Background: an optimization exercise with open tools, aiming at small area and a short achievable clock period. Do not read the settings as production practice. No activity file was given, so power comes from the tool's default toggle rates.

==> inputs of run a <==
Design rate_ctl, start of the top module:
module rate_ctl (
    input  wire               clk,
    input  wire               rst,         
    input  wire [1:0]         rate_sel,    
    input  wire               minphase,    
    input  wire               in_valid,
    input  wire signed [17:0] in_data,
    output reg                out_valid,
    output reg  signed [17:0] out_data
);
    wire              acc = in_valid & ~rst;    
    reg        [1:0]  rs;         
    reg               cfgh;
    reg        [2:0]  cfgc;
    wire              cfg = cfgh;
    always @(posedge clk) begin
        if (rst) cfgh <= minphase;
        cfgc <= {cfgc[1:0], minphase};
        rs   <= rate_sel;
    end
    reg               vB;
    reg        [1:0]  tB;
    reg        [35:0] P0, P1;                  
    wire       [35:0] S0, S1;
    hb_fix u_fix (.P0(P0), .P1(P1), .S0(S0), .S1(S1));
    wire       [35:0] S;                       
    hb_add36 u_add (.a(S0), .b(S1), .s(S));
    wire       [16:0] zx  = S0[16:0] ^ S1[16:0];
    wire       [16:0] zo  = {S0[15:0] | S1[15:0], 1'b0};
    wire              tie = (zx == zo);
    wire       [18:0] r   = {S[35:18], S[17] & ~tie};
    wire       [17:0] y   = (r[18] != r[17]) ? {r[18], {17{~r[18]}}} : r[17:0];
    reg        [179:0] h1e;
    reg        [89:0]  h1o;
    reg                par1;
    reg        [3:0]   cnt1;
    reg                j1;
    wire               push1 = acc & (rs != 2'd0);
    wire               new1  = push1 & ~par1;
    always @(posedge clk) begin
        if (push1 & ~par1) h1e <= {h1e[161:0], in_data};
        if (push1 &  par1) h1o <= {h1o[71:0], in_data};
        if (rst) begin
            par1 <= 1'b0;
            cnt1 <= 4'd0;
            j1   <= 1'b0;
        end else begin
            par1 <= par1 ^ push1;
            if (push1 & ~par1 & (cnt1 != 4'd10)) cnt1 <= cnt1 + 4'd1;
            j1   <= new1;
        end
    end
    wire               push2 = vB & (tB == 2'd1) & rs[1];
    wire               push3 = vB & (tB == 2'd2) & (rs == 2'd3);
    reg        [179:0] h2e, h3e;
    reg        [89:0]  h2o, h3o;
    reg        [17:0]  h3p;
    reg                par2, par3;
    reg        [3:0]   cnt2, cnt3;
    reg                pend2, pend3;      
  ...
==> flow/config.mk <==
export PLATFORM = sky130hd
export DESIGN_NAME = rate_ctl
export DESIGN_NICKNAME = rate_ctl
export VERILOG_FILES = /design/flow/design.v
export SDC_FILE = /design/flow/constraint.sdc
export NUM_CORES = 4
export LEC_CHECK = 0
export ABC_CLOCK_PERIOD_IN_PS = 5000
export CAP_MARGIN = 20
export CORE_MARGIN = 2
export CORE_UTILIZATION = 65
export CTS_BUF_LIST = sky130_fd_sc_hd__clkbuf_8
export CTS_CLUSTER_DIAMETER = 60
export CTS_CLUSTER_SIZE = 14
export PLACE_DENSITY = 0.75
export SLEW_MARGIN = 20
export SYNTH_HIERARCHICAL = 1
==> flow/constraint.sdc <==
create_clock -name core_clock -period 20.0 [get_ports {clk}]
set_input_delay 4.0000 -clock core_clock [delete_from_list [all_inputs] [get_ports {clk}]]
set_output_delay 4.0000 -clock core_clock [all_outputs]
set_load 0.01 [all_outputs]
standard.sh (not shown) runs the stock make flow with config.mk's settings and CLKGATE_MAP_FILE= SYNTH_SCRIPT=/design/flow/synth_recipe.tcl, a recipe that flattens the netlist after the stock synthesis.
==> flow/flow/run.sh <==
#!/bin/bash
# Layout flow: the standard ORFS flow with two changes.
#  - the port buffers are buf_4 cells instead of the resizer's default pick;
#  - timing repair aims for a setup slack of SETUP_SLACK_MARGIN ns, well above 0,
#    so the design is sized for the shortest period it can reach. The clock and
#    constraints are the standard flow's, unchanged.
# Each tool's output goes to the ORFS logs under orfs/logs; the make output to
# standard.log in the work folder.
set -euo pipefail
cd "$(dirname "$0")/.."
export BUFFER_PORTS_ARGS="-buffer_cell sky130_fd_sc_hd__buf_4"
export SETUP_SLACK_MARGIN=$(cat flow/margin.txt)
bash standard.sh > standard.log 2>&1
==> flow/flow/margin.txt <==
14.8
==> run b: changes against run a <==
Settings changed: CORE_UTILIZATION 65 to 75, PLACE_DENSITY 0.75 to 0.85.
==> comparison table <==
quantity                                                                      run b           run a
Y dimension of the die                                                       272 um          292 um
Initial cell density of the core                                              0.756           0.657
Half-perimeter wire length after placement                                   123 mm          120 mm
Total placed cells including tap cells                                         4523            4645
RePlAce Congestion                                                             1.03           0.989
Post-synthesis cell area                                                 53800 um^2      53800 um^2
Gates resized, CTS repair                                                        51              57
IO Port Bufs                                                                     42              42
Maximum number of buffers from clock root to sink                                 3               3
Placed inst area                                                         54000 um^2      54100 um^2
Synthesized netlist cell count                                                 3787            3787
Worst Setup Slack post-DPL                                                 12610 ps        12420 ps
Floorplan row count                                                              98             105
I/O pin cnt                                                                      43              43
Syn_area_per_cell                                                         14.2 um^2       14.2 um^2
Number of buffers added for setup after CTS                                       8               3
Max H-tree Level                                                                  3               3
Count of warnings emitted by yosys                                                7               7
Clock root buffer                                                          clkbuf_8        clkbuf_8
Outcome                                                   aborted with a tool error  finished clean
Last stage reached                                                          5_1_grt               -
Number of buffers added by the clock tree synthesis step                         91              93
Number of hold buffers added after CTS                                            0               0
Number of sinks handled by clock tree synthesis                                1066            1066
Horizontal die dimension                                                     272 um          292 um
Function was not checked in any run of this note: the RTL went through the layout flow alone.

==> inputs of try-quartz <==
Another version of the RTL of rate_ctl (not shown whole).
Settings: LEC_CHECK=0, ABC_CLOCK_PERIOD_IN_PS=5000, CAP_MARGIN=20, CORE_MARGIN=2, CORE_UTILIZATION=40, PLACE_DENSITY=0.6, SLEW_MARGIN=20; clock period 20.0 ns.
==> flow/flow/margin.txt <==
14.5
Scripts as last shown in full above: flow/flow/run.sh
==> try-indigo (differences from try-quartz) <==
==> flow/run.sh (new file) <==
#!/bin/bash
# synth_recipe.tcl (not shown) runs the flow's synth.tcl, then flattens the netlist and writes it again
# the make line also repeats each setting of config.mk as NAME=value (left out here)
make -C /OpenROAD-flow-scripts/flow DESIGN_CONFIG=/design/flow/config.mk WORK_HOME=/design/flow/orfs CLKGATE_MAP_FILE= SYNTH_SCRIPT=/design/flow/synth_recipe.tcl finish
removed: flow/flow/run.sh
removed: flow/flow/margin.txt
removed: flow/standard.sh
==> comparison <==
- Via count: try-indigo is lower than try-quartz (about 0.5%).
- try-quartz finished with timing, DRC and antenna clean. try-indigo went through all stages and came out clean.
- Maximum frequency: try-quartz is larger than try-indigo (8.4%).
- In try-indigo the non-clock buffer count is lower than in try-quartz, by 19.
- Of try-quartz and try-indigo, try-indigo has the higher power (gap about 1.1%, measured against try-indigo).
- Worst setup slack: try-indigo is lower than try-quartz (0.44 ns).
No functional check of the RTL was part of any run of this note.

==> port drivers added, routing unchanged <==
The flow's constraints put no driver on any port. The routed layouts listed below were extracted and timed again, unchanged, in two steps. Step 1 sets driving cells, clkbuf_16 on the clock port and buf_2 on the other inputs (assumed; they add their load-dependent delay and slew). Step 2 also shifts input and output timing later by t, the mid clock arrival at the registers, as if the neighbouring blocks saw the same clock. Slacks: no drivers / after step 1 / after step 2; pairs: no drivers / after step 1.
| run | t (ns) | slack for setup (ns) | slew at the worst register clock pin (ns) |
|---|---|---|---|
| run a | 0.805 | 14.806 / 14.738 / 14.133 | 0.10 / 0.10 |
| try-quartz | 0.773 | 14.782 / 14.739 / 14.782 | 0.07 / 0.07 |
| try-indigo | 0.806 | 14.346 / 14.276 / 14.405 | 0.07 / 0.07 |
After both steps setup and hold are still met in every run listed. For run a, which loses most, drivers alone change the setup slack by -0.068 ns; drivers and shift together by -0.673 ns.
